Context: an optimization exercise on an open-source flow, tuned for small area and a short achievable clock period. The choices shown serve that exercise and are no tape-out recipe.
In this exercise RTL edits were held to simulation tests only and were not proved equivalent to the original.
Power is estimated from default activity; no workload was simulated.

<file path="flow/config.mk">
export PLATFORM = sky130hd
export DESIGN_NAME = flt_rank_det
export DESIGN_NICKNAME = flt_rank_det
export VERILOG_FILES = /design/flow/design.v
export SDC_FILE = /design/flow/constraint.sdc
export NUM_CORES = 8
export LEC_CHECK = 0
export ABC_AREA = 1
export CAP_MARGIN = 20
export CORE_MARGIN = 2
export CORE_UTILIZATION = 65
export CTS_CLUSTER_DIAMETER = 60
export CTS_CLUSTER_SIZE = 30
export SLEW_MARGIN = 20
</file>
<file path="flow/constraint.sdc">
create_clock -name core_clock -period 15.0 [get_ports {clk}]
set_input_delay 3.0000 -clock core_clock [delete_from_list [all_inputs] [get_ports {clk}]]
set_output_delay 3.0000 -clock core_clock [all_outputs]
set_load 0.01 [all_outputs]
</file>
<file path="flow/design.v">
module flt_rank_det (
    input  wire        clk,
    input  wire        rst,
    input  wire        sync,
    input  wire        cfg_rank_en,
    input  wire [4:0]  cfg_win,
    input  wire [4:0]  cfg_k,
    input  wire        cfg_suppress,
    input  wire [15:0] cfg_settle_base,
    input  wire [4:0]  cfg_pk_log2,
    input  wire [4:0]  cfg_rms_log2,
    input  wire [3:0]  cfg_atk,
    input  wire [3:0]  cfg_dcy,
    input  wire        in_valid,
    input  wire [15:0] in_data,
    output reg         out_valid,
    output reg  [15:0] out_data,
    output reg         out_settling,
    output reg         env_valid,
    output wire [15:0] env,
    output reg         env_ok,
    output reg         pk_valid,
    output wire [15:0] pk,
    output wire        pk_ok,
    output reg         rms_valid,
    output wire [15:0] rms,
    output wire        rms_ok
);
    integer i;
    wire restart = rst | sync;
    wire [3:0] win_i = cfg_win[4] ? 4'd15 :
                       (cfg_win < 5'd3) ? 4'd3 :
                       cfg_win[0] ? cfg_win[3:0] : cfg_win[3:0] - 4'd1;
    wire [4:0] pk_i  = (cfg_pk_log2 < 5'd4) ? 5'd4 :
                       (cfg_pk_log2 > 5'd16) ? 5'd16 : cfg_pk_log2;
    wire [4:0] rms_i = (cfg_rms_log2 < 5'd4) ? 5'd4 :
                       (cfg_rms_log2 > 5'd16) ? 5'd16 : cfg_rms_log2;
    reg        c_rank_en;
    reg [3:0]  win;           
    reg [14:3] inw_r;         
    reg [4:0]  c_k;
    reg [3:0]  km1;           
    reg        c_sup;
    reg [4:0]  pk_n;          
    reg [4:0]  rms_n;         
    reg [3:0]  c_atk;
    reg [3:0]  c_dcy;
    always @(posedge clk) begin
        if (restart) begin
            c_rank_en <= cfg_rank_en;
            win       <= win_i;
            for (i = 3; i < 15; i = i + 1)
                inw_r[i] <= (i < win_i);
            c_k       <= cfg_k;
            c_sup     <= cfg_suppress;
            pk_n      <= pk_i;
            rms_n     <= rms_i;
            c_atk     <= cfg_atk;
            c_dcy     <= cfg_dcy;
        end
    end
    wire [14:0] inw = {inw_r, 3'b111};
    reg [15:0] xa;
    reg        va;
    reg        r1;
    always @(posedge clk) begin
        xa <= in_data;
        va <= in_valid;
        r1 <= restart;
    end
    wire bv_en = va & ~r1;
    reg [15:0] w [0:14];
    reg [14:0] vld;
    reg [3:0]  dr [1:14];     
    reg        bv;
    function cmp16;
        input [15:0] a;
        input [15:0] b;
        input        eq;
        reg   [15:0] au, bu;
        reg          c;
        integer      k;
        begin
            au = ~a; au[15] = a[15];
            bu = b;  bu[15] = ~b[15];
            c  = eq;
            for (k = 0; k < 16; k = k + 1)
                c = (au[k] & bu[k]) | (au[k] & c) | (bu[k] & c);
            cmp16 = c;
        end
    endfunction
    reg [15:0] lv;
    reg [15:0] lv_nx;
    always @* begin
        lv_nx = 16'd0;
        for (i = 1; i < 14; i = i + 2)
            if (inw[i+1] && (i == 13 || !inw[i+2]) && vld[i])
                lv_nx = w[i];
    end
    wire zx = xa[15] | (xa == 16'd0);    
    reg [13:0] cb;    
    reg [13:0] db;    
    always @* begin
        for (i = 0; i < 14; i = i + 1) begin
            cb[i] = vld[i] ? cmp16(xa, w[i], 1'b1) : zx;
            db[i] = vld[i] & cmp16(lv, w[i], 1'b0);
        end
    end
    wire [3:0] dr_x = ((win[2:1] == 2'b01) || (win[2:1] == 2'b11)) ? win : win - 4'd1;
    reg [3:0] dr0;
    always @* begin
        dr0 = dr_x;
        for (i = 1; i < 15; i = i + 1)
            if (inw[i])
                dr0 = dr0 ^ dr[i];
    end
    always @(posedge clk) begin
        bv <= bv_en;
        if (r1) begin
            vld  <= 15'd0;
            lv   <= 16'd0;
            km1  <= (c_k == 5'd0) ? 4'd0 :
                    (c_k > {1'b0, win}) ? win - 4'd1 : c_k[3:0] - 4'd1;
            for (i = 1; i < 15; i = i + 1)
                dr[i] <= i[3:0];
        end else if (bv_en) begin
            vld   <= {vld[13:0], 1'b1};
            lv    <= lv_nx;
            dr[1] <= dr0 + {3'd0, cb[0]} - {3'd0, db[0]};
            for (i = 2; i < 15; i = i + 1)
                dr[i] <= dr[i-1] + {3'd0, cb[i-1]} - {3'd0, db[i-1]};
        end
        if (bv_en) begin
            w[0] <= xa;
            for (i = 1; i < 15; i = i + 1)
                w[i] <= w[i-1];
        end
    end
    reg [15:0] y;
    reg        hit_old;
    always @* begin
        hit_old = 1'b0;
        for (i = 1; i < 15; i = i + 1)
            if (inw[i] && dr[i] == km1)
                hit_old = 1'b1;
        y = (!c_rank_en || !hit_old) ? w[0] : 16'd0;
        for (i = 1; i < 15; i = i + 1)
            if (c_rank_en && inw[i] && vld[i] && dr[i] == km1)
                y = y | w[i];
    end
    wire [14:0] ymag = out_data[15] ? (~out_data[14:0] + {14'd0, (out_data[14:0] != 15'd0)})
                                    : out_data[14:0];
    reg [15:0] scnt;          
    reg [3:0]  wcnt;          
    reg [15:0] pos;           
    reg        cv;
    reg        c_pklast;
    reg        c_rmslast;
    reg [14:0] mag;
    reg        dv;
    reg        d_settling;
    reg        d_pklast;
    reg        d_rmslast;
    wire settling_now = (scnt != 16'd0) || (wcnt != 4'd0);
    reg [15:0] pk_mask, rms_mask;
    always @* begin
        for (i = 0; i < 16; i = i + 1) begin
            pk_mask[i]  = (i < pk_n);
            rms_mask[i] = (i < rms_n);
        end
    end
    always @(posedge clk) begin
        cv        <= bv & ~r1;
        dv         <= cv & ~r1;
        mag        <= ymag;
        d_settling <= out_settling;
        d_pklast   <= c_pklast;
        d_rmslast  <= c_rmslast;
        out_valid <= bv & ~r1 & ~restart & ~(c_sup & settling_now);
        out_data     <= y;
        out_settling <= settling_now;
        c_pklast     <= &(pos | ~pk_mask);
        c_rmslast    <= &(pos | ~rms_mask);
        if (restart)
            scnt <= cfg_settle_base;
        else if (bv && !r1 && wcnt == 4'd0 && scnt != 16'd0)
            scnt <= scnt - 16'd1;
        if (r1) begin
            wcnt <= c_rank_en ? win - 4'd1 : 4'd0;
            pos  <= 16'd0;
        end else if (bv) begin
            if (wcnt != 4'd0)
                wcnt <= wcnt - 4'd1;
            pos <= pos + 16'd1;
        end
    end
    function gt16;
        input [15:0] a;
        input [15:0] b;
        reg   [15:0] g, e;
        integer      k, s;
        begin
            for (k = 0; k < 16; k = k + 1) begin
                g[k] = a[k] & ~b[k];
                e[k] = ~(a[k] ^ b[k]);
            end
            for (s = 1; s < 16; s = s * 2)
                for (k = 0; k < 16; k = k + 2 * s) begin
                    g[k] = g[k+s] | (e[k+s] & g[k]);
                    e[k] = e[k+s] & e[k];
                end
            gt16 = g[0];
        end
    endfunction
    reg  [30:0] e_b;
    wire [30:0] xb      = {mag, 1'b1, 15'd0};
    wire        rising  = gt16({mag, 1'b1}, e_b[30:15]);
    wire signed [31:0] env_d = $signed({1'b0, xb}) - $signed({1'b0, e_b});
    wire signed [31:0] st_a = env_d >>> c_atk;
    wire signed [31:0] st_d = env_d >>> c_dcy;
    wire [30:0] e_a     = e_b + st_a[30:0];
    wire [30:0] e_d     = e_b + st_d[30:0];
    wire [30:0] e_next  = rising ? e_a : e_d;
    assign env = {1'b0, e_b[30:16]};
    reg  [14:0] pk_acc;
    reg         pk_bok;
    reg         pk_first;
    assign pk    = {1'b0, pk_acc};
    assign pk_ok = pk_bok;
    reg  [45:0] sum_acc;
    reg         rms_bok;
    reg         rms_first;
    reg         sq_ld;
    wire [45:0] acc_m = rms_first ? 46'd0 : sum_acc;
    wire [45:0] tr_s, tr_c;
    wire [14:0] msq = dv ? mag : 15'd0;      
    wire ts1;
    wire tc2;
    assign ts1 = (msq[0] & msq[9]) ^ (msq[1] & msq[8]);
    assign tc2 = (msq[0] & msq[9]) & (msq[1] & msq[8]);
    wire ts3;
    wire tc4;
    assign ts3 = (msq[0] & msq[10]) ^ (msq[1] & msq[9]);
    assign tc4 = (msq[0] & msq[10]) & (msq[1] & msq[9]);
    wire ts5;
    wire tc6;
    assign ts5 = (msq[0] & msq[11]) ^ (msq[1] & msq[10]) ^ (msq[2] & msq[9]);
    assign tc6 = ((msq[0] & msq[11]) & (msq[1] & msq[10])) | ((msq[0] & msq[11]) & (msq[2] & msq[9])) | ((msq[1] & msq[10]) & (msq[2] & msq[9]));
    wire ts7;
    wire tc8;
    assign ts7 = (msq[3] & msq[8]) ^ (msq[4] & msq[7]);
    assign tc8 = (msq[3] & msq[8]) & (msq[4] & msq[7]);
    wire ts9;
    wire tc10;
    assign ts9 = (msq[0] & msq[12]) ^ (msq[1] & msq[11]) ^ (msq[2] & msq[10]);
    assign tc10 = ((msq[0] & msq[12]) & (msq[1] & msq[11])) | ((msq[0] & msq[12]) & (msq[2] & msq[10])) | ((msq[1] & msq[11]) & (msq[2] & msq[10]));
    wire ts11;
    wire tc12;
    assign ts11 = (msq[3] & msq[9]) ^ (msq[4] & msq[8]);
    assign tc12 = (msq[3] & msq[9]) & (msq[4] & msq[8]);
    wire ts13;
    wire tc14;
    assign ts13 = (msq[0] & msq[13]) ^ (msq[1] & msq[12]) ^ (msq[2] & msq[11]);
    assign tc14 = ((msq[0] & msq[13]) & (msq[1] & msq[12])) | ((msq[0] & msq[13]) & (msq[2] & msq[11])) | ((msq[1] & msq[12]) & (msq[2] & msq[11]));
    wire ts15;
    wire tc16;
    assign ts15 = (msq[3] & msq[10]) ^ (msq[4] & msq[9]) ^ (msq[5] & msq[8]);
    assign tc16 = ((msq[3] & msq[10]) & (msq[4] & msq[9])) | ((msq[3] & msq[10]) & (msq[5] & msq[8])) | ((msq[4] & msq[9]) & (msq[5] & msq[8]));
    wire ts17;
    wire tc18;
    assign ts17 = (msq[6] & msq[7]) ^ msq[7];
    assign tc18 = (msq[6] & msq[7]) & msq[7];
    wire ts19;
    wire tc20;
    assign ts19 = (msq[0] & msq[14]) ^ (msq[1] & msq[13]) ^ (msq[2] & msq[12]);
    assign tc20 = ((msq[0] & msq[14]) & (msq[1] & msq[13])) | ((msq[0] & msq[14]) & (msq[2] & msq[12])) | ((msq[1] & msq[13]) & (msq[2] & msq[12]));
    wire ts21;
    wire tc22;
    assign ts21 = (msq[3] & msq[11]) ^ (msq[4] & msq[10]) ^ (msq[5] & msq[9]);
    assign tc22 = ((msq[3] & msq[11]) & (msq[4] & msq[10])) | ((msq[3] & msq[11]) & (msq[5] & msq[9])) | ((msq[4] & msq[10]) & (msq[5] & msq[9]));
    wire ts23;
    wire tc24;
    assign ts23 = (msq[6] & msq[8]) ^ acc_m[15];
    assign tc24 = (msq[6] & msq[8]) & acc_m[15];
    wire ts25;
    wire tc26;
    assign ts25 = (msq[1] & msq[14]) ^ (msq[2] & msq[13]) ^ (msq[3] & msq[12]);
    assign tc26 = ((msq[1] & msq[14]) & (msq[2] & msq[13])) | ((msq[1] & msq[14]) & (msq[3] & msq[12])) | ((msq[2] & msq[13]) & (msq[3] & msq[12]));
    wire ts27;
    wire tc28;
    assign ts27 = (msq[4] & msq[11]) ^ (msq[5] & msq[10]) ^ (msq[6] & msq[9]);
    assign tc28 = ((msq[4] & msq[11]) & (msq[5] & msq[10])) | ((msq[4] & msq[11]) & (msq[6] & msq[9])) | ((msq[5] & msq[10]) & (msq[6] & msq[9]));
    wire ts29;
    wire tc30;
    assign ts29 = (msq[7] & msq[8]) ^ msq[8] ^ acc_m[16];
    assign tc30 = ((msq[7] & msq[8]) & msq[8]) | ((msq[7] & msq[8]) & acc_m[16]) | (msq[8] & acc_m[16]);
    wire ts31;
    wire tc32;
    assign ts31 = (msq[2] & msq[14]) ^ (msq[3] & msq[13]) ^ (msq[4] & msq[12]);
    assign tc32 = ((msq[2] & msq[14]) & (msq[3] & msq[13])) | ((msq[2] & msq[14]) & (msq[4] & msq[12])) | ((msq[3] & msq[13]) & (msq[4] & msq[12]));
    wire ts33;
    wire tc34;
    assign ts33 = (msq[5] & msq[11]) ^ (msq[6] & msq[10]) ^ (msq[7] & msq[9]);
    assign tc34 = ((msq[5] & msq[11]) & (msq[6] & msq[10])) | ((msq[5] & msq[11]) & (msq[7] & msq[9])) | ((msq[6] & msq[10]) & (msq[7] & msq[9]));
    wire ts35;
    wire tc36;
    assign ts35 = (msq[3] & msq[14]) ^ (msq[4] & msq[13]) ^ (msq[5] & msq[12]);
    assign tc36 = ((msq[3] & msq[14]) & (msq[4] & msq[13])) | ((msq[3] & msq[14]) & (msq[5] & msq[12])) | ((msq[4] & msq[13]) & (msq[5] & msq[12]));
    wire ts37;
    wire tc38;
    assign ts37 = (msq[6] & msq[11]) ^ (msq[7] & msq[10]) ^ (msq[8] & msq[9]);
    assign tc38 = ((msq[6] & msq[11]) & (msq[7] & msq[10])) | ((msq[6] & msq[11]) & (msq[8] & msq[9])) | ((msq[7] & msq[10]) & (msq[8] & msq[9]));
    wire ts39;
    wire tc40;
    assign ts39 = (msq[4] & msq[14]) ^ (msq[5] & msq[13]) ^ (msq[6] & msq[12]);
    assign tc40 = ((msq[4] & msq[14]) & (msq[5] & msq[13])) | ((msq[4] & msq[14]) & (msq[6] & msq[12])) | ((msq[5] & msq[13]) & (msq[6] & msq[12]));
    wire ts41;
    wire tc42;
    assign ts41 = (msq[5] & msq[14]) ^ (msq[6] & msq[13]) ^ (msq[7] & msq[12]);
    assign tc42 = ((msq[5] & msq[14]) & (msq[6] & msq[13])) | ((msq[5] & msq[14]) & (msq[7] & msq[12])) | ((msq[6] & msq[13]) & (msq[7] & msq[12]));
    wire ts43;
    wire tc44;
    assign ts43 = (msq[0] & msq[5]) ^ (msq[1] & msq[4]);
    assign tc44 = (msq[0] & msq[5]) & (msq[1] & msq[4]);
    wire ts45;
    wire tc46;
    assign ts45 = (msq[0] & msq[6]) ^ (msq[1] & msq[5]);
    assign tc46 = (msq[0] & msq[6]) & (msq[1] & msq[5]);
    wire ts47;
    wire tc48;
    assign ts47 = (msq[0] & msq[7]) ^ (msq[1] & msq[6]) ^ (msq[2] & msq[5]);
    assign tc48 = ((msq[0] & msq[7]) & (msq[1] & msq[6])) | ((msq[0] & msq[7]) & (msq[2] & msq[5])) | ((msq[1] & msq[6]) & (msq[2] & msq[5]));
    wire ts49;
    wire tc50;
    assign ts49 = (msq[3] & msq[4]) ^ msq[4];
    assign tc50 = (msq[3] & msq[4]) & msq[4];
    wire ts51;
    wire tc52;
    assign ts51 = (msq[0] & msq[8]) ^ (msq[1] & msq[7]) ^ (msq[2] & msq[6]);
    assign tc52 = ((msq[0] & msq[8]) & (msq[1] & msq[7])) | ((msq[0] & msq[8]) & (msq[2] & msq[6])) | ((msq[1] & msq[7]) & (msq[2] & msq[6]));
    wire ts53;
    wire tc54;
    assign ts53 = (msq[3] & msq[5]) ^ acc_m[9];
    assign tc54 = (msq[3] & msq[5]) & acc_m[9];
    wire ts55;
    wire tc56;
    assign ts55 = ts1 ^ (msq[2] & msq[7]) ^ (msq[3] & msq[6]);
    assign tc56 = (ts1 & (msq[2] & msq[7])) | (ts1 & (msq[3] & msq[6])) | ((msq[2] & msq[7]) & (msq[3] & msq[6]));
    wire ts57;
    wire tc58;
    assign ts57 = (msq[4] & msq[5]) ^ msq[5] ^ acc_m[10];
    assign tc58 = ((msq[4] & msq[5]) & msq[5]) | ((msq[4] & msq[5]) & acc_m[10]) | (msq[5] & acc_m[10]);
    wire ts59;
    wire tc60;
    assign ts59 = tc2 ^ ts3 ^ (msq[2] & msq[8]);
    assign tc60 = (tc2 & ts3) | (tc2 & (msq[2] & msq[8])) | (ts3 & (msq[2] & msq[8]));
    wire ts61;
    wire tc62;
    assign ts61 = (msq[3] & msq[7]) ^ (msq[4] & msq[6]) ^ acc_m[11];
    assign tc62 = ((msq[3] & msq[7]) & (msq[4] & msq[6])) | ((msq[3] & msq[7]) & acc_m[11]) | ((msq[4] & msq[6]) & acc_m[11]);
    wire ts63;
    wire tc64;
    assign ts63 = tc4 ^ ts5 ^ ts7;
    assign tc64 = (tc4 & ts5) | (tc4 & ts7) | (ts5 & ts7);
    wire ts65;
    wire tc66;
    assign ts65 = (msq[5] & msq[6]) ^ msq[6] ^ acc_m[12];
    assign tc66 = ((msq[5] & msq[6]) & msq[6]) | ((msq[5] & msq[6]) & acc_m[12]) | (msq[6] & acc_m[12]);
    wire ts67;
    wire tc68;
    assign ts67 = tc6 ^ tc8 ^ ts9;
    assign tc68 = (tc6 & tc8) | (tc6 & ts9) | (tc8 & ts9);
    wire ts69;
    wire tc70;
    assign ts69 = ts11 ^ (msq[5] & msq[7]) ^ acc_m[13];
    assign tc70 = (ts11 & (msq[5] & msq[7])) | (ts11 & acc_m[13]) | ((msq[5] & msq[7]) & acc_m[13]);
    wire ts71;
    wire tc72;
    assign ts71 = tc10 ^ tc12 ^ ts13;
    assign tc72 = (tc10 & tc12) | (tc10 & ts13) | (tc12 & ts13);
    wire ts73;
    wire tc74;
    assign ts73 = ts15 ^ ts17 ^ acc_m[14];
    assign tc74 = (ts15 & ts17) | (ts15 & acc_m[14]) | (ts17 & acc_m[14]);
    wire ts75;
    wire tc76;
    assign ts75 = tc14 ^ tc16 ^ tc18;
    assign tc76 = (tc14 & tc16) | (tc14 & tc18) | (tc16 & tc18);
    wire ts77;
    wire tc78;
    assign ts77 = ts19 ^ ts21 ^ ts23;
    assign tc78 = (ts19 & ts21) | (ts19 & ts23) | (ts21 & ts23);
    wire ts79;
    wire tc80;
    assign ts79 = tc20 ^ tc22 ^ tc24;
    assign tc80 = (tc20 & tc22) | (tc20 & tc24) | (tc22 & tc24);
    wire ts81;
    wire tc82;
    assign ts81 = ts25 ^ ts27 ^ ts29;
    assign tc82 = (ts25 & ts27) | (ts25 & ts29) | (ts27 & ts29);
    wire ts83;
    wire tc84;
    assign ts83 = tc26 ^ tc28 ^ tc30;
    assign tc84 = (tc26 & tc28) | (tc26 & tc30) | (tc28 & tc30);
    wire ts85;
    wire tc86;
    assign ts85 = ts31 ^ ts33 ^ acc_m[17];
    assign tc86 = (ts31 & ts33) | (ts31 & acc_m[17]) | (ts33 & acc_m[17]);
    wire ts87;
    wire tc88;
    assign ts87 = tc32 ^ tc34 ^ ts35;
    assign tc88 = (tc32 & tc34) | (tc32 & ts35) | (tc34 & ts35);
    wire ts89;
    wire tc90;
    assign ts89 = ts37 ^ msq[9] ^ acc_m[18];
    assign tc90 = (ts37 & msq[9]) | (ts37 & acc_m[18]) | (msq[9] & acc_m[18]);
    wire ts91;
    wire tc92;
    assign ts91 = tc36 ^ tc38 ^ ts39;
    assign tc92 = (tc36 & tc38) | (tc36 & ts39) | (tc38 & ts39);
    wire ts93;
    wire tc94;
    assign ts93 = (msq[7] & msq[11]) ^ (msq[8] & msq[10]) ^ acc_m[19];
    assign tc94 = ((msq[7] & msq[11]) & (msq[8] & msq[10])) | ((msq[7] & msq[11]) & acc_m[19]) | ((msq[8] & msq[10]) & acc_m[19]);
    wire ts95;
    wire tc96;
    assign ts95 = tc40 ^ ts41 ^ (msq[8] & msq[11]);
    assign tc96 = (tc40 & ts41) | (tc40 & (msq[8] & msq[11])) | (ts41 & (msq[8] & msq[11]));
    wire ts97;
    wire tc98;
    assign ts97 = (msq[9] & msq[10]) ^ msq[10] ^ acc_m[20];
    assign tc98 = ((msq[9] & msq[10]) & msq[10]) | ((msq[9] & msq[10]) & acc_m[20]) | (msq[10] & acc_m[20]);
    wire ts99;
    wire tc100;
    assign ts99 = tc42 ^ (msq[6] & msq[14]) ^ (msq[7] & msq[13]);
    assign tc100 = (tc42 & (msq[6] & msq[14])) | (tc42 & (msq[7] & msq[13])) | ((msq[6] & msq[14]) & (msq[7] & msq[13]));
    wire ts101;
    wire tc102;
    assign ts101 = (msq[8] & msq[12]) ^ (msq[9] & msq[11]) ^ acc_m[21];
    assign tc102 = ((msq[8] & msq[12]) & (msq[9] & msq[11])) | ((msq[8] & msq[12]) & acc_m[21]) | ((msq[9] & msq[11]) & acc_m[21]);
    wire ts103;
    wire tc104;
    assign ts103 = (msq[7] & msq[14]) ^ (msq[8] & msq[13]) ^ (msq[9] & msq[12]);
    assign tc104 = ((msq[7] & msq[14]) & (msq[8] & msq[13])) | ((msq[7] & msq[14]) & (msq[9] & msq[12])) | ((msq[8] & msq[13]) & (msq[9] & msq[12]));
    wire ts105;
    wire tc106;
    assign ts105 = (msq[10] & msq[11]) ^ msq[11] ^ acc_m[22];
    assign tc106 = ((msq[10] & msq[11]) & msq[11]) | ((msq[10] & msq[11]) & acc_m[22]) | (msq[11] & acc_m[22]);
    wire ts107;
    wire tc108;
    assign ts107 = (msq[8] & msq[14]) ^ (msq[9] & msq[13]) ^ (msq[10] & msq[12]);
    assign tc108 = ((msq[8] & msq[14]) & (msq[9] & msq[13])) | ((msq[8] & msq[14]) & (msq[10] & msq[12])) | ((msq[9] & msq[13]) & (msq[10] & msq[12]));
    wire ts109;
    wire tc110;
    assign ts109 = (msq[9] & msq[14]) ^ (msq[10] & msq[13]) ^ (msq[11] & msq[12]);
    assign tc110 = ((msq[9] & msq[14]) & (msq[10] & msq[13])) | ((msq[9] & msq[14]) & (msq[11] & msq[12])) | ((msq[10] & msq[13]) & (msq[11] & msq[12]));
    wire ts111;
    wire tc112;
    assign ts111 = (msq[0] & msq[3]) ^ (msq[1] & msq[2]);
    assign tc112 = (msq[0] & msq[3]) & (msq[1] & msq[2]);
    wire ts113;
    wire tc114;
    assign ts113 = (msq[0] & msq[4]) ^ (msq[1] & msq[3]);
    assign tc114 = (msq[0] & msq[4]) & (msq[1] & msq[3]);
    wire ts115;
    wire tc116;
    assign ts115 = ts43 ^ (msq[2] & msq[3]) ^ msq[3];
    assign tc116 = (ts43 & (msq[2] & msq[3])) | (ts43 & msq[3]) | ((msq[2] & msq[3]) & msq[3]);
    wire ts117;
    wire tc118;
    assign ts117 = tc44 ^ ts45 ^ (msq[2] & msq[4]);
    assign tc118 = (tc44 & ts45) | (tc44 & (msq[2] & msq[4])) | (ts45 & (msq[2] & msq[4]));
    wire ts119;
    wire tc120;
    assign ts119 = tc46 ^ ts47 ^ ts49;
    assign tc120 = (tc46 & ts47) | (tc46 & ts49) | (ts47 & ts49);
    wire ts121;
    wire tc122;
    assign ts121 = tc48 ^ tc50 ^ ts51;
    assign tc122 = (tc48 & tc50) | (tc48 & ts51) | (tc50 & ts51);
    wire ts123;
    wire tc124;
    assign ts123 = tc52 ^ tc54 ^ ts55;
    assign tc124 = (tc52 & tc54) | (tc52 & ts55) | (tc54 & ts55);
    wire ts125;
    wire tc126;
    assign ts125 = tc56 ^ tc58 ^ ts59;
    assign tc126 = (tc56 & tc58) | (tc56 & ts59) | (tc58 & ts59);
    wire ts127;
    wire tc128;
    assign ts127 = tc60 ^ tc62 ^ ts63;
    assign tc128 = (tc60 & tc62) | (tc60 & ts63) | (tc62 & ts63);
    wire ts129;
    wire tc130;
    assign ts129 = tc64 ^ tc66 ^ ts67;
    assign tc130 = (tc64 & tc66) | (tc64 & ts67) | (tc66 & ts67);
    wire ts131;
    wire tc132;
    assign ts131 = tc68 ^ tc70 ^ ts71;
    assign tc132 = (tc68 & tc70) | (tc68 & ts71) | (tc70 & ts71);
    wire ts133;
    wire tc134;
    assign ts133 = tc72 ^ tc74 ^ ts75;
    assign tc134 = (tc72 & tc74) | (tc72 & ts75) | (tc74 & ts75);
    wire ts135;
    wire tc136;
    assign ts135 = tc76 ^ tc78 ^ ts79;
    assign tc136 = (tc76 & tc78) | (tc76 & ts79) | (tc78 & ts79);
    wire ts137;
    wire tc138;
    assign ts137 = tc80 ^ tc82 ^ ts83;
    assign tc138 = (tc80 & tc82) | (tc80 & ts83) | (tc82 & ts83);
    wire ts139;
    wire tc140;
    assign ts139 = tc84 ^ tc86 ^ ts87;
    assign tc140 = (tc84 & tc86) | (tc84 & ts87) | (tc86 & ts87);
    wire ts141;
    wire tc142;
    assign ts141 = tc88 ^ tc90 ^ ts91;
    assign tc142 = (tc88 & tc90) | (tc88 & ts91) | (tc90 & ts91);
    wire ts143;
    wire tc144;
    assign ts143 = tc92 ^ tc94 ^ ts95;
    assign tc144 = (tc92 & tc94) | (tc92 & ts95) | (tc94 & ts95);
    wire ts145;
    wire tc146;
    assign ts145 = tc96 ^ tc98 ^ ts99;
    assign tc146 = (tc96 & tc98) | (tc96 & ts99) | (tc98 & ts99);
    wire ts147;
    wire tc148;
    assign ts147 = tc100 ^ tc102 ^ ts103;
    assign tc148 = (tc100 & tc102) | (tc100 & ts103) | (tc102 & ts103);
    wire ts149;
    wire tc150;
    assign ts149 = tc104 ^ tc106 ^ ts107;
    assign tc150 = (tc104 & tc106) | (tc104 & ts107) | (tc106 & ts107);
    wire ts151;
    wire tc152;
    assign ts151 = tc108 ^ ts109 ^ msq[12];
    assign tc152 = (tc108 & ts109) | (tc108 & msq[12]) | (ts109 & msq[12]);
    wire ts153;
    wire tc154;
    assign ts153 = tc110 ^ (msq[10] & msq[14]) ^ (msq[11] & msq[13]);
    assign tc154 = (tc110 & (msq[10] & msq[14])) | (tc110 & (msq[11] & msq[13])) | ((msq[10] & msq[14]) & (msq[11] & msq[13]));
    wire ts155;
    wire tc156;
    assign ts155 = (msq[11] & msq[14]) ^ (msq[12] & msq[13]) ^ msq[13];
    assign tc156 = ((msq[11] & msq[14]) & (msq[12] & msq[13])) | ((msq[11] & msq[14]) & msq[13]) | ((msq[12] & msq[13]) & msq[13]);
    wire ts157;
    wire tc158;
    assign ts157 = (msq[0] & msq[1]) ^ msq[1];
    assign tc158 = (msq[0] & msq[1]) & msq[1];
    wire ts159;
    wire tc160;
    assign ts159 = (msq[0] & msq[2]) ^ acc_m[3];
    assign tc160 = (msq[0] & msq[2]) & acc_m[3];
    wire ts161;
    wire tc162;
    assign ts161 = ts111 ^ msq[2] ^ acc_m[4];
    assign tc162 = (ts111 & msq[2]) | (ts111 & acc_m[4]) | (msq[2] & acc_m[4]);
    wire ts163;
    wire tc164;
    assign ts163 = tc112 ^ ts113 ^ acc_m[5];
    assign tc164 = (tc112 & ts113) | (tc112 & acc_m[5]) | (ts113 & acc_m[5]);
    wire ts165;
    wire tc166;
    assign ts165 = tc114 ^ ts115 ^ acc_m[6];
    assign tc166 = (tc114 & ts115) | (tc114 & acc_m[6]) | (ts115 & acc_m[6]);
    wire ts167;
    wire tc168;
    assign ts167 = tc116 ^ ts117 ^ acc_m[7];
    assign tc168 = (tc116 & ts117) | (tc116 & acc_m[7]) | (ts117 & acc_m[7]);
    wire ts169;
    wire tc170;
    assign ts169 = tc118 ^ ts119 ^ acc_m[8];
    assign tc170 = (tc118 & ts119) | (tc118 & acc_m[8]) | (ts119 & acc_m[8]);
    wire ts171;
    wire tc172;
    assign ts171 = tc120 ^ ts121 ^ ts53;
    assign tc172 = (tc120 & ts121) | (tc120 & ts53) | (ts121 & ts53);
    wire ts173;
    wire tc174;
    assign ts173 = tc122 ^ ts123 ^ ts57;
    assign tc174 = (tc122 & ts123) | (tc122 & ts57) | (ts123 & ts57);
    wire ts175;
    wire tc176;
    assign ts175 = tc124 ^ ts125 ^ ts61;
    assign tc176 = (tc124 & ts125) | (tc124 & ts61) | (ts125 & ts61);
    wire ts177;
    wire tc178;
    assign ts177 = tc126 ^ ts127 ^ ts65;
    assign tc178 = (tc126 & ts127) | (tc126 & ts65) | (ts127 & ts65);
    wire ts179;
    wire tc180;
    assign ts179 = tc128 ^ ts129 ^ ts69;
    assign tc180 = (tc128 & ts129) | (tc128 & ts69) | (ts129 & ts69);
    wire ts181;
    wire tc182;
    assign ts181 = tc130 ^ ts131 ^ ts73;
    assign tc182 = (tc130 & ts131) | (tc130 & ts73) | (ts131 & ts73);
    wire ts183;
    wire tc184;
    assign ts183 = tc132 ^ ts133 ^ ts77;
    assign tc184 = (tc132 & ts133) | (tc132 & ts77) | (ts133 & ts77);
    wire ts185;
    wire tc186;
    assign ts185 = tc134 ^ ts135 ^ ts81;
    assign tc186 = (tc134 & ts135) | (tc134 & ts81) | (ts135 & ts81);
    wire ts187;
    wire tc188;
    assign ts187 = tc136 ^ ts137 ^ ts85;
    assign tc188 = (tc136 & ts137) | (tc136 & ts85) | (ts137 & ts85);
    wire ts189;
    wire tc190;
    assign ts189 = tc138 ^ ts139 ^ ts89;
    assign tc190 = (tc138 & ts139) | (tc138 & ts89) | (ts139 & ts89);
    wire ts191;
    wire tc192;
    assign ts191 = tc140 ^ ts141 ^ ts93;
    assign tc192 = (tc140 & ts141) | (tc140 & ts93) | (ts141 & ts93);
    wire ts193;
    wire tc194;
    assign ts193 = tc142 ^ ts143 ^ ts97;
    assign tc194 = (tc142 & ts143) | (tc142 & ts97) | (ts143 & ts97);
    wire ts195;
    wire tc196;
    assign ts195 = tc144 ^ ts145 ^ ts101;
    assign tc196 = (tc144 & ts145) | (tc144 & ts101) | (ts145 & ts101);
    wire ts197;
    wire tc198;
    assign ts197 = tc146 ^ ts147 ^ ts105;
    assign tc198 = (tc146 & ts147) | (tc146 & ts105) | (ts147 & ts105);
    wire ts199;
    wire tc200;
    assign ts199 = tc148 ^ ts149 ^ acc_m[23];
    assign tc200 = (tc148 & ts149) | (tc148 & acc_m[23]) | (ts149 & acc_m[23]);
    wire ts201;
    wire tc202;
    assign ts201 = tc150 ^ ts151 ^ acc_m[24];
    assign tc202 = (tc150 & ts151) | (tc150 & acc_m[24]) | (ts151 & acc_m[24]);
    wire ts203;
    wire tc204;
    assign ts203 = tc152 ^ ts153 ^ acc_m[25];
    assign tc204 = (tc152 & ts153) | (tc152 & acc_m[25]) | (ts153 & acc_m[25]);
    wire ts205;
    wire tc206;
    assign ts205 = tc154 ^ ts155 ^ acc_m[26];
    assign tc206 = (tc154 & ts155) | (tc154 & acc_m[26]) | (ts155 & acc_m[26]);
    wire ts207;
    wire tc208;
    assign ts207 = tc156 ^ (msq[12] & msq[14]) ^ acc_m[27];
    assign tc208 = (tc156 & (msq[12] & msq[14])) | (tc156 & acc_m[27]) | ((msq[12] & msq[14]) & acc_m[27]);
    wire ts209;
    wire tc210;
    assign ts209 = (msq[13] & msq[14]) ^ msq[14] ^ acc_m[28];
    assign tc210 = ((msq[13] & msq[14]) & msq[14]) | ((msq[13] & msq[14]) & acc_m[28]) | (msq[14] & acc_m[28]);
    assign tr_s = {acc_m[45], acc_m[44], acc_m[43], acc_m[42], acc_m[41], acc_m[40], acc_m[39], acc_m[38], acc_m[37], acc_m[36], acc_m[35], acc_m[34], acc_m[33], acc_m[32], acc_m[31], acc_m[30], tc210, tc208, tc206, tc204, tc202, tc200, tc198, tc196, tc194, tc192, tc190, tc188, tc186, tc184, tc182, tc180, tc178, tc176, tc174, tc172, tc170, tc168, tc166, tc164, tc162, tc160, tc158, ts157, acc_m[1], msq[0]};
    assign tr_c = {1'b0, 1'b0, 1'b0, 1'b0, 1'b0, 1'b0, 1'b0, 1'b0, 1'b0, 1'b0, 1'b0, 1'b0, 1'b0, 1'b0, 1'b0, 1'b0, acc_m[29], ts209, ts207, ts205, ts203, ts201, ts199, ts197, ts195, ts193, ts191, ts189, ts187, ts185, ts183, ts181, ts179, ts177, ts175, ts173, ts171, ts169, ts167, ts165, ts163, ts161, ts159, acc_m[2], 1'b0, acc_m[0]};
    always @(posedge clk) begin
        sum_acc   <= tr_s + tr_c;
        env_valid <= dv & ~r1 & ~restart;
        pk_valid  <= dv & d_pklast & ~r1 & ~restart;
        sq_ld     <= dv & d_rmslast & ~r1;
        if (r1) begin
            e_b       <= 31'h0000_8000;
            pk_first  <= 1'b1;
            rms_first <= 1'b1;
        end else if (dv) begin
            e_b       <= e_next;
            env_ok    <= !d_settling;
            pk_first  <= d_pklast;
            rms_first <= d_rmslast;
            if (pk_first || mag > pk_acc)
                pk_acc <= mag;
            if (pk_first)
                pk_bok <= !d_settling;
            if (rms_first)
                rms_bok <= !d_settling;
        end
    end
    reg  [43:0] sq_a;
    reg  [4:0]  sq_jm1;       
    always @* begin
        if (rms_n == 5'd4) begin
            sq_a   = {sum_acc[33:2], 12'd0};
            sq_jm1 = 5'd15;
        end else if (rms_n[0]) begin
            sq_a   = {1'b0, sum_acc[45:3]};
            sq_jm1 = 5'd23 - rms_n[4:1];           
        end else begin
            sq_a   = sum_acc[45:2];
            sq_jm1 = 5'd23 - rms_n[4:1];           
        end
    end
    reg  [43:0] sq_op;
    reg  [15:0] sq_root;
    reg  [15:0] sq_rem;
    reg  [4:0]  sq_cnt;
    reg         sq_ok;
    wire [17:0] sq_rem_t = {sq_rem, sq_op[43:42]};
    wire [17:0] sq_trial = {sq_root, 2'b01};
    wire [18:0] sq_diff  = {1'b0, sq_rem_t} - {1'b0, sq_trial};
    wire        sq_take  = !sq_diff[18];
    wire        sq_take0 = sq_a[43] | sq_a[42];
    assign rms    = sq_root;
    assign rms_ok = sq_ok;
    always @(posedge clk) begin
        rms_valid <= (sq_cnt == 5'd1) & ~r1 & ~restart;
        if (r1) begin
            sq_cnt <= 5'd0;
        end else if (sq_ld) begin
            sq_cnt <= sq_jm1;
            sq_ok  <= rms_bok;
        end else if (sq_cnt != 5'd0) begin
            sq_cnt <= sq_cnt - 5'd1;
        end
        if (sq_ld) begin
            sq_op   <= {sq_a[41:0], 2'b00};
            sq_root <= {15'd0, sq_take0};
            sq_rem  <= {14'd0, sq_a[43:42] - {1'b0, sq_take0}};
        end else begin
            sq_op   <= {sq_op[41:0], 2'b00};
            sq_rem  <= sq_take ? sq_diff[15:0] : sq_rem_t[15:0];
            if (sq_cnt == 5'd1)
                sq_root <= sq_root + {15'd0, sq_take};
            else
                sq_root <= {sq_root[14:0], sq_take};
        end
    end
endmodule
</file>
<file path="flow/flow/run.sh">
#!/bin/bash
# Standard synthesis, then the standard ORFS layout steps with:
# - port buffers of a plain buffer cell (buf_2) rather than the default,
set -euo pipefail
bash standard.sh synth > synth.log 2>&1
bash standard.sh SETUP_SLACK_MARGIN=10.6 TNS_END_PERCENT=100 \
    "BUFFER_PORTS_ARGS=-buffer_cell sky130_fd_sc_hd__buf_2" finish > layout.log 2>&1
</file>
<file path="flow/standard.sh">
#!/bin/bash
# synth_recipe.tcl (not shown) runs the flow's synth.tcl, then flattens the netlist and writes it again
# the make line also repeats each setting of config.mk as NAME=value (left out here)
make -C /OpenROAD-flow-scripts/flow DESIGN_CONFIG=/design/flow/config.mk WORK_HOME=/design/flow/orfs CLKGATE_MAP_FILE= SYNTH_SCRIPT=/design/flow/synth_recipe.tcl "${@:-finish}"
</file>
==> results.cfg, run 1 <==
[cts]
clk_pin_slew_worst_paths_ps = 100
cts_buffers = 50
clkLatencyLatePin_ps = 660
cts_buffer_depth = 3
tritoncts = yes
cts.sinks = 640
root_buffer = clkbuf_16
htreeDepth = 2

[synth]
synth_top_area_cell = edfxtp_1
synth_cell_type_count = 70
syn_area_per_cell_sq_um = 7.53
synthArstFlopShare_pct = 0
synth_top_area_share_pct = 21.5
syn_inst = 5867
synth_area_sq_um = 44200
yosysSeqAreaShare_pct = 36.2
synthFlopType = dfxtp_1
ys_warn_count = 4
synth_edf_count = 316
ys_seq_elements = 640
synth.area.top_cells = edfxtp_1 21%, dfxtp_1 15%, nand2_1 10%, inv_1 8.6%, o22ai_1 5.9%

[detailed_routing]
viasPerCell = 6.21
postRouteAntennaNets = 0
wl_per_cell_um = 21.3
vias = 42868
wirelength_mm = 147
drt_pass1_iterations = 6
drt_iter0_markers = 6106
route.detailed.drc = 0

[timing]
setup_slack_ps = 10350
finClkSkew_ps = 45.9
drv_slew = 0
slew_headroom_pct = 21.5
setup_viol = 0
tightest_slew_ps = 1170
finalSetupTns_ps = 0
max_freq_ghz = 0.215
rsz0062_at_grt = true
finalCritPeriodShare_pct = 31.0
final.min_clock_period_ps = 4650
finalHoldViolCount = 0

[power]
p_sw_uw = 3170
clkPwrFrac_pct = 20.7
p_sw_share_pct = 43.7
p_leak_uw = 0.0230
p_comb_share_pct = 48.8
cellPowerDensity_nw_per_um2 = 144
p_int_uw = 4080
p_seq_share_pct = 30.5
ir_drop_mv = 0.124

[die]
chipWidth_um = 265
io_pins = 138
rows = 95
die_h_um = 265
initial_core_util_pct = 65.7
die_area_sq_um = 70000
coreArea_sq_um = 67200

[worst_setup_path]
path_cells = buf_12, nand2_8, inv_2, nand2_1, fa_2, fa_1, inv_2, fa_1, fa_2, ha_4, a21oi_4, inv_1, a31oi_1, o211ai_1, a31oi_2, o21ai_2, nand3_1, nand2_2, buf_4, xor2_1
crit_cells = 20
cp_max_fo = 6
cp.required_ps = 15540
critPathLaunchType = register
criticalPathCategory = reg -> reg
crit_buf_inv = 5
end_kind = register
crit_path_top_delay_cell = fa_2
cpPeakStageDelay_ps = 590
cp_top_family = adder cells
cp.arrival_ps = 5190
reg2reg_depth = 20

[place]
dpl_worst_slack_ps = 9140
placedInstanceArea_sq_um = 45200
place_hpwl_mm = 101
port_buffers = 135
gp_congestion = 0.979
dp_cells = 6669

[worst_hold_path]
hold_class = reg -> reg
hold_depth = 0

[global_routing]
gr-total-overflow = 0
grt_first_pass_wirelength_mm = 219
track_usage_pct = 39.8
grt_max_degree = 183
grt_pass1_vias = 39344
antenna_found_initial = 3

[layout]
nNetsFinal = 6340
finalNonFillerCells = 6900
final_util_pct = 75.0
design_area_sq_um = 50300
final_layout_size_suffix_gt1_share_pct = 13.7
syn2layout_area_growth_pct = 14.0

[run_status]
status = finished clean

[run]
cap_violations = 0
==> sequential cells by signal, indices dropped and copies added, names as in the netlist, 6 cells and up <==
name      cells
w           240
dr           56
sum_acc      46
sq_op        42
e_b          31
lv           16
out_data     16
pos          16
scnt         16
sq_rem       16
sq_root      16
xa           16
mag          15
pk_acc       15
vld          15
inw_r         6
==> area by class of cell <==
type	count	area, sq um
diodes	2	5.00
clock buffers	54	1280
clock inverters	40	539
fillers	5150	16800
inverters	1040	3980
multi-input cells	3951	25300
flip-flops and latches	640	16100
well taps	873	1090
repair buffers	297	2090
repair inverters	3	25.0
==> through the flow <==
stage                     power, uW  hold WS, ps
after floorplan                4160          310
after CTS                      6610          349
final                          7250          342
after global placement         4780          313
after detailed placement       4800          328
after global routing           7610          365
==> timing repair <==
| item | 4_1_cts | 5_1_grt |
|---|---|---|
| pin swaps | 56 | 118 |
| endpoints found under the setup margin | 67 | 70 |
| cloned | 6 | 3 |
| hold buffers | 0 | 0 |
| buffers inserted | 52 | 74 |
| gates resized for setup | 211 | 318 |
==> metal layers <==
| metal | vias to the layer above | routed length (um) | GRT usage [%] |
|---|---|---|---|
| li1 | 19709 | - | - |
| met1 | 19880 | 55800 | 52.9 |
| met2 | 2649 | 66100 | 62.7 |
| met3 | 630 | 16000 | 7.09 |
| met4 | 0 | 9050 | 20.3 |
| met5 | - | 0 | 0 |
==> power groups by stage <==
stage / Clock, uW / Sequential, uW / Combinational (uW)
2_1_floorplan: 0 / 2130 / 2030
3_3_place_gp: 0 / 2210 / 2570
3_5_place_dp: 0 / 2210 / 2590
4_1_cts: 1510 / 2200 / 2890
5_1_grt: 1570 / 2220 / 3820
6_report: 1500 / 2210 / 3540
==> cells in the final DEF (no fill, tap or decap), drive strengths merged, types with 4 or more instances in the layout <==
cell type,instances
nor4,17
o2111ai,4
xnor2,87
clkbuf,55
a21o,9
a211oi,14
a31oi,34
nand3,204
clkinvlp,7
fa,98
inv,1051
ha,193
nor3,66
nand4,43
clkinv,23
o221ai,33
edfxtp,316
a21oi,364
xor2,203
a221oi,24
o211ai,24
dfxtp,324
o21a,8
and2,5
o21ai,396
nand2,1199
o22ai,413
o31ai,5
nor2,428
buf,294
a21boi,4
a22oi,10
or2,13
o21bai,24
mux2i,7
==> cells by family after synthesis <==
| logic type | Yosys count | share of synthesized area [%] |
|---|---|---|
| AOI/OAI and AO/OA | 1378 | 18.3 |
| adders and majority gates | 291 | 9.91 |
| muxes | 7 | 0.159 |
| other | 1 | 0.00849 |
| DFF | 640 | 36.2 |
| buffers and inverters | 1280 | 11.3 |
| xor gates and xnor gates | 290 | 5.75 |
| and+or+nand+nor | 1980 | 18.4 |
==> path summary, 6_finish.rpt <==
path               startpoint             endpoint  slack, ps
max                dv$_DFF_P_  sum_acc[31]$_DFF_P_      10350
min          c_pklast$_DFF_P_     d_pklast$_DFF_P_        340
max reg2reg        dv$_DFF_P_  sum_acc[31]$_DFF_P_      10350
min reg2reg  c_pklast$_DFF_P_     d_pklast$_DFF_P_        340
==> cells in the mapped netlist, drive strengths merged (13+ instances only) <==
| library cell | number |
|---|---|
| nor2 | 428 |
| o21ai | 395 |
| clkinv | 13 |
| fa | 98 |
| xor2 | 203 |
| xnor2 | 87 |
| inv | 1027 |
| dfxtp | 324 |
| nand2 | 1197 |
| buf | 80 |
| nand4 | 43 |
| o221ai | 33 |
| edfxtp | 316 |
| a31oi | 34 |
| a21oi | 364 |
| nand3 | 204 |
| or2 | 13 |
| o211ai | 24 |
| o21bai | 24 |
| a221oi | 24 |
| ha | 193 |
| a211oi | 14 |
| clkbuf | 160 |
| o22ai | 413 |
| nor3 | 66 |
| nor4 | 17 |
==> run 2, diff against run 1 <==
--- a/flow/flow/run.sh
+++ b/flow/flow/run.sh
@@ -5,3 +5,3 @@
 bash standard.sh synth > synth.log 2>&1
-bash standard.sh SETUP_SLACK_MARGIN=10.6 TNS_END_PERCENT=100 \
+bash standard.sh SETUP_SLACK_MARGIN=10.8 TNS_END_PERCENT=100 \
     "BUFFER_PORTS_ARGS=-buffer_cell sky130_fd_sc_hd__buf_2" finish > layout.log 2>&1
==> run 2 against run 1 <==
Compared with the run above: still clean on timing, DRC and antenna; sequential cell count did not move; critical endpoint is now sum_acc[39]$_DFF_P_; wire length grew 6.4%; worst hold slack worse by 5.7 ps; sequential share of layout area decreased by 0.72 points.
==> results.cfg, run 2 <==
[synth]
yosysSeqAreaShare_pct = 36.2
synth.area.top_cells = edfxtp_1 21%, dfxtp_1 15%, nand2_1 10%, inv_1 8.6%, o22ai_1 5.9%
synth_edf_count = 316
synthFlopType = dfxtp_1
synth_cell_type_count = 70
synthArstFlopShare_pct = 0
synth_top_area_share_pct = 21.5
ys_seq_elements = 640
yosysMostFrequentCell = nand2_1
ys_warn_count = 4
syn_inst = 5867
synth_common_cells = 1186 x nand2_1, 1012 x inv_1, 425 x nor2_1, 413 x o22ai_1, 363 x o21ai_0
synth_area_sq_um = 44200
syn_area_per_cell_sq_um = 7.53
synth_top_area_cell = edfxtp_1

[power]
ir_drop_mv = 0.142
cellPowerDensity_nw_per_um2 = 144
p_leak_uw = 0.0237

[timing]
rsz0062_at_grt = true
tightest_slew_ps = 1240
final.min_clock_period_ps = 5180
drv_slew = 0
slew_headroom_pct = 16.3
setup_viol = 0
finClkSkew_ps = 55.0
finalSetupTns_ps = 0
finalCritPeriodShare_pct = 34.5
setup_slack_ps = 9820
finalHoldViolCount = 0
worst_hold_slack_ps = 336
max_freq_ghz = 0.193

[die]
rows = 95
initial_core_util_pct = 65.7
die_area_sq_um = 70000
die_h_um = 265
coreArea_sq_um = 67200
io_pins = 138
chipWidth_um = 265

[worst_hold_path]
holdPathEnd = d_rmslast$_DFF_P_
min_from = c_rmslast$_DFF_P_
hold_class = reg -> reg
hold_depth = 0

[place]
dpl_worst_slack_ps = 9120
place_hpwl_mm = 102
gp_congestion = 0.982
placedInstanceArea_sq_um = 45400
port_buffers = 135

[cts]
clk_pin_slew_worst_paths_ps = 90
cts_buffers = 52
htreeDepth = 2
cts.sinks = 640
cts_buffer_depth = 3
tritoncts = yes
root_buffer = clkbuf_16
clkLatencyLatePin_ps = 660

[layout]
syn2layout_area_growth_pct = 17.1
nNetsFinal = 6441
final_layout_size_suffix_gt1_share_pct = 16.1
top_regs = w x240, dr x56, sum_acc x46
largest_reg_flops = 240
final_cell_mix = 1110 x nand2_1, 965 x inv_1, 413 x o22ai_1
final_common_cell = nand2_1
largest_register = w
design_area_sq_um = 51700

[global_routing]
grt_first_pass_wirelength_mm = 226
grt_max_degree = 168
grt_pass1_vias = 40819
antenna_found_initial = 4
track_usage_pct = 41.2
gr-total-overflow = 0

[worst_setup_path]
cp_max_fo = 36
rrSetupSlack_ps = 9820
cp.arrival_ps = 5690
criticalPathCategory = reg -> reg
cp.required_ps = 15510
r2r_start = rms_first$_SDFFE_PP1P_
reg2reg_to = sum_acc[39]$_DFF_P_
end_kind = register
reg2reg_depth = 20
critPathLaunchType = register

[detailed_routing]
viasPerCell = 6.31
postRouteAntennaNets = 0
route.detailed.drc = 0
wl_per_cell_um = 22.3
drt_iter0_markers = 6150
drt_pass1_iterations = 7
vias = 44185
wirelength_mm = 156

[run_status]
status = finished clean

[run]
cap_violations = 0
run 2: cell counts after synthesis:
Identical to the previous run, type by type.
run 2: routing by layer:
layer  track usage (%)  wire [um]  vias to the layer above
met3              8.09      18200                      797
met2              65.5      69900                     3004
met5                 0          0                        -
met1              53.3      57100                    20470
li1                  -          -                    19914
met4              22.0      11000                        0
run 2: repair_timing:
action / in CTS / in global routing
setup endpoints to repair: 113 / 93
resized for setup: 353 / 312
setup buffers: 149 / 78
pin swaps: 108 / 132
cloned: 7 / 0
hold buffers: 0 / 0
run 2: cell type report:
| class | count | area [sq um] |
|---|---|---|
| antenna | 4 | 10.0 |
| tap | 873 | 1090 |
| multi-input combinational | 3950 | 25300 |
| sequential | 640 | 16100 |
| fill | 4847 | 15500 |
| timing repair buffer | 398 | 3140 |
| clock inverter | 41 | 566 |
| timing repair inverter | 2 | 17.5 |
| clock buffer | 57 | 1360 |
| inverter | 1040 | 4020 |
run 2: cell families after synthesis:
family	share of synthesized area [%]
buffers and inverters	11.3
AND/OR/NAND/NOR	18.4
flip-flops	36.2
adder cells (fa/ha/maj)	9.91
AO/OA/AOI/OAI	18.3
other	0.00849
multiplexers	0.159
XOR/XNOR	5.75
run 2: worst max-delay path: stages (launching register included):
cell      delay (ps)
dfxtp_1          310
buf_4            390
nor2_1           220
o21ai_0          810
fa_1             560
inv_1             90
fa_1             420
fa_1             490
ha_4             350
nand2_4           70
nor2_4            80
inv_2             60
nor2_4           130
nand2_1          100
o211ai_1         120
a31oi_2           90
o21ai_2          250
nand3_2          120
nand2_4          130
nand3_2           80
xor2_1           180
run 2: worst max path at each step:
stage	to	slack, ps	startpoint	cells past startpoint
finish	sum_acc[39]$_DFF_P_	9820	rms_first$_SDFFE_PP1P_	20
global route	sum_acc[39]$_DFF_P_	9790	rms_first$_SDFFE_PP1P_	20
CTS	sum_acc[45]$_DFF_P_	10530	dv$_DFF_P_	20
detailed placement	e_b[21]$_SDFFE_PP0P_	9120	mag[13]$_DFF_P_	22
global placement	e_b[21]$_SDFFE_PP0P_	9260	mag[12]$_DFF_P_	22
floorplan	sum_acc[39]$_DFF_P_	10640	mag[3]$_DFF_P_	21
run 2: power by group:
part,leakage [uW],internal [uW],switching (uW)
logic,0.0171,1420,2230
registers,0.00563,2000,208
clock network,0.000930,765,801
total,0.0237,4190,3240
run 2: stage by stage:
| step | cells | util, % | total power [uW] |
|---|---|---|---|
| after floorplan | 5868 | - | 4180 |
| after global placement | 6669 | 67.6 | 4800 |
| after detailed placement | 6669 | 67.6 | 4840 |
| after CTS | 6923 | 74.2 | 6890 |
| after global routing | 7001 | 77.0 | 7750 |
| final | 7005 | 77.0 | 7420 |
==> run 3, diff against run 2 <==
--- a/flow/design.v
+++ b/flow/design.v
@@ -174,3 +174,3 @@
         dv         <= cv & ~r1;
-        mag        <= ymag;
+        mag        <= (cv & ~r1) ? ymag : 15'd0;     
         d_settling <= out_settling;
@@ -232,6 +232,8 @@
     reg         rms_first;
+    reg         rms_more;     
     reg         sq_ld;
-    wire [45:0] acc_m = rms_first ? 46'd0 : sum_acc;
+    wire [45:0] acc_m = {rms_more ? sum_acc[45:23] : 23'd0,
+                         rms_first ? 23'd0 : sum_acc[22:0]};
     wire [45:0] tr_s, tr_c;
-    wire [14:0] msq = dv ? mag : 15'd0;      
+    wire [14:0] msq = mag;                   
     wire ts1;
@@ -667,2 +669,3 @@
             rms_first <= 1'b1;
+            rms_more  <= 1'b0;
         end else if (dv) begin
@@ -672,2 +675,3 @@
             rms_first <= d_rmslast;
+            rms_more  <= !d_rmslast;
             if (pk_first || mag > pk_acc)
--- a/flow/flow/run.sh
+++ b/flow/flow/run.sh
@@ -5,3 +5,3 @@
 bash standard.sh synth > synth.log 2>&1
-bash standard.sh SETUP_SLACK_MARGIN=10.8 TNS_END_PERCENT=100 \
+bash standard.sh SETUP_SLACK_MARGIN=10.6 TNS_END_PERCENT=100 \
     "BUFFER_PORTS_ARGS=-buffer_cell sky130_fd_sc_hd__buf_2" finish > layout.log 2>&1
==> run 3 against run 2 <==
Compared with the run above: via count shrank 3.3%; worst hold slack worse by 5.6 ps; die area up 0.24%; cell count decreased by 1.1%; synthesized area up 0.25%; sequential share of layout area rose by 1.1 points; highest routed layer is now met5; largest power group is now sequential cells.
==> results.cfg, run 3 <==
[synth]
syn_area_per_cell_sq_um = 7.49
synthArstFlopShare_pct = 0
ys_seq_elements = 641
synth_common_cells = 1255 x nand2_1, 1053 x inv_1, 423 x o22ai_1, 373 x a21oi_1, 352 x o21ai_0
synth_edf_count = 316
yosysSeqAreaShare_pct = 36.1
ys_warn_count = 4
synth_area_sq_um = 44300
yosysMostFrequentCell = nand2_1
syn_inst = 5913
synth_cell_type_count = 69
synthFlopType = dfxtp_1
synth.area.top_cells = edfxtp_1 21%, dfxtp_1 15%, nand2_1 11%, inv_1 8.9%, o22ai_1 6.0%
synth_top_area_share_pct = 21.4
synth_top_area_cell = edfxtp_1

[worst_setup_path]
reg2reg_to = sum_acc[43]$_DFF_P_
critPathLaunchType = register
cp.required_ps = 15510
end_kind = register
reg2reg_depth = 19
cp-startpoint = mag[10]$_SDFF_PN0_
rrSetupSlack_ps = 10390
r2r_start = mag[10]$_SDFF_PN0_
cp_max_fo = 5
cp.arrival_ps = 5120
criticalPathCategory = reg -> reg

[layout]
regArea_sq_um = 16100
finalNonFillerCells = 6930
syn2layout_area_growth_pct = 12.4
n_fill_cell = 5256
nNetsFinal = 6371
final_util_pct = 73.9
final_layout_size_suffix_gt1_share_pct = 12.0
largest_register = w
top_regs = w x240, dr x56, sum_acc x46
final_common_cell = nand2_1
largest_reg_flops = 240
multi_input_area_sq_um = 24600
final_cell_mix = 1213 x nand2_1, 1034 x inv_1, 423 x o22ai_1

[cts]
cts_buffer_depth = 3
clk_pin_slew_worst_paths_ps = 80
cts_buffers = 51
tritoncts = yes
clkLatencyLatePin_ps = 650
cts.sinks = 641
root_buffer = clkbuf_16
htreeDepth = 2

[place]
place_hpwl_mm = 103
port_buffers = 135
dp_cells = 6704
dpl_worst_slack_ps = 8740
gp_congestion = 0.996

[detailed_routing]
viasPerCell = 6.16
route.detailed.drc = 0
drt_iter0_markers = 6229
drt_pass1_iterations = 9
wirelength_mm = 145
wl_per_cell_um = 21.0
vias = 42720
postRouteAntennaNets = 0

[timing]
tightest_slew_ps = 1280
final.min_clock_period_ps = 4610
max_freq_ghz = 0.217
finClkSkew_ps = 43.4
finalCritPeriodShare_pct = 30.7
rsz0062_at_grt = true
setup_viol = 0
drv_slew = 0
finalSetupTns_ps = 0
setup_slack_ps = 10390
finalHoldViolCount = 0
slew_headroom_pct = 14.0

[global_routing]
grt_pass1_vias = 40101
track_usage_pct = 40.0
antenna_found_initial = 5
grt_max_degree = 167
gr-total-overflow = 0
grt_first_pass_wirelength_mm = 221

[die]
initial_core_util_pct = 65.8
rows = 95
coreArea_sq_um = 67300
die_area_sq_um = 70200
chipWidth_um = 265
die_h_um = 265
io_pins = 138

[worst_hold_path]
holdPathEnd = d_pklast$_DFF_P_
hold_depth = 0
hold_class = reg -> reg
min_from = c_pklast$_DFF_P_

[run_status]
status = finished clean

[run]
cap_violations = 0

[power]
cellPowerDensity_nw_per_um2 = 101
p_leak_uw = 0.0233
power_uw = 5040
ir_drop_mv = 0.150
-- run 3: cell types whose count changed in the layout (fill, tap and decap cells not counted), sizes merged, moves of 15 or more --
cell and change:
inv +42, a221oi -15, nand2 +71, xnor2 +17
nor2 -77, xor2 -29, buf -101, o21ai -17
-- run 3: cell type report --
type                    count  area share [%]
inverters                1073            8.21
well taps                 873            2.20
repair inverters            3          0.0478
diodes                      2          0.0101
multi-input cells        3947            49.4
flip-flops and latches    641            32.3
clock inverters            39           0.911
repair buffers            296            4.16
clock buffers              56            2.71
-- run 3: worst max path at each step --
stage	end	slack, ps	depth (start not counted)
6_report	sum_acc[43]$_DFF_P_	10390	19
5_1_grt	e_b[29]$_SDFFE_PP0P_	10220	32
4_1_cts	e_b[22]$_SDFFE_PP0P_	10480	30
3_5_place_dp	e_b[22]$_SDFFE_PP0P_	8740	26
3_3_place_gp	e_b[22]$_SDFFE_PP0P_	8960	26
2_1_floorplan	sum_acc[43]$_DFF_P_	10610	20
-- run 3: kinds of logic (layout without fill, tap and decap cells) --
logic type | Yosys count | in the layout | synth area share, %
muxes | 6 | 6 | 0.136
AOI/OAI and AO/OA | 1394 | 1395 | 18.4
adders and majority gates | 292 | 292 | 9.92
and+or+nand+nor | 1973 | 1974 | 18.3
buffers and inverters | 1328 | 1467 | 11.6
DFF | 641 | 641 | 36.1
xor gates and xnor gates | 278 | 278 | 5.50
other | 1 | 4 | 0.00847
-- run 3: repair_timing --
action	4_1_cts	5_1_grt
gates resized for setup	197	178
hold buffers	0	0
setup buffers	77	43
endpoints found under the setup margin	63	58
gates cloned	7	2
pin swaps	66	98
-- run 3: metrics by stage --
| stage | hold WS (ps) | instance area (sq um) |
|---|---|---|
| after floorplan | 310 | 44400 |
| final | 331 | 49700 |
| after detailed placement | 315 | 45300 |
| after global placement | 311 | 45300 |
| after CTS | 333 | 48700 |
| after global routing | 345 | 49700 |
-- run 3: report_power, final --
group          switching (uW)  leakage [uW]  total (uW)  internal [uW]
clock                     775      0.000882        1490            716
combinational             903        0.0168        1460            556
sequential                145       0.00562        2090           1950
total                    1820        0.0233        5040           3220
-- run 3: critical path, cell delays in order (launching register included) --
cell	delay, ps
dfxtp_4	370
buf_6	130
nand2_2	50
inv_2	40
fa_1	530
inv_2	50
fa_1	490
inv_2	50
fa_1	490
fa_1	540
ha_4	340
nand2_4	60
nor2_4	90
nand4_1	90
o21ai_2	200
a21oi_2	120
o21a_2	260
o21ai_4	200
nand4_1	170
xor2_1	190
-- run 3: per-layer routing --
metal,vias up,track usage [%],routed length (um)
li1,19789,-,-
met1,19784,51.8,55200
met2,2592,64.3,65700
met3,551,8.13,16400
met4,4,18.6,8030
met5,-,0.554,65

[what the ideal ports hide]
How much do the figures lean on ideal ports? The routed layouts below were timed once more, with nothing changed but the port constraints.
Step 1 sets driving cells, clkbuf_16 on the clock port and buf_2 on the other inputs (assumed; they add their load-dependent delay and slew).
Step 2 adds t to the input delays and takes it off the output delays; t is the mean of the earliest and latest rising clock arrival at the registers after step 1. Input paths then give back, and output paths get back, about the clock's delay inside the block.
Slacks: ideal / step 1 / step 2; pairs: ideal / step 1.
run | t, ns | setup slack, ns | worst setup path at the end
run 1 | 0.704 | 10.350 / 10.350 / 10.350 | register to register
run 2 | 0.707 | 9.821 / 9.821 / 9.821 | register to register
run 3 | 0.713 | 10.393 / 10.393 / 10.162 | input to register
After both steps setup and hold are still met in every run listed. For run 3, which loses most, drivers alone change the setup slack by 0.000 ns; drivers and shift together by -0.231 ns.
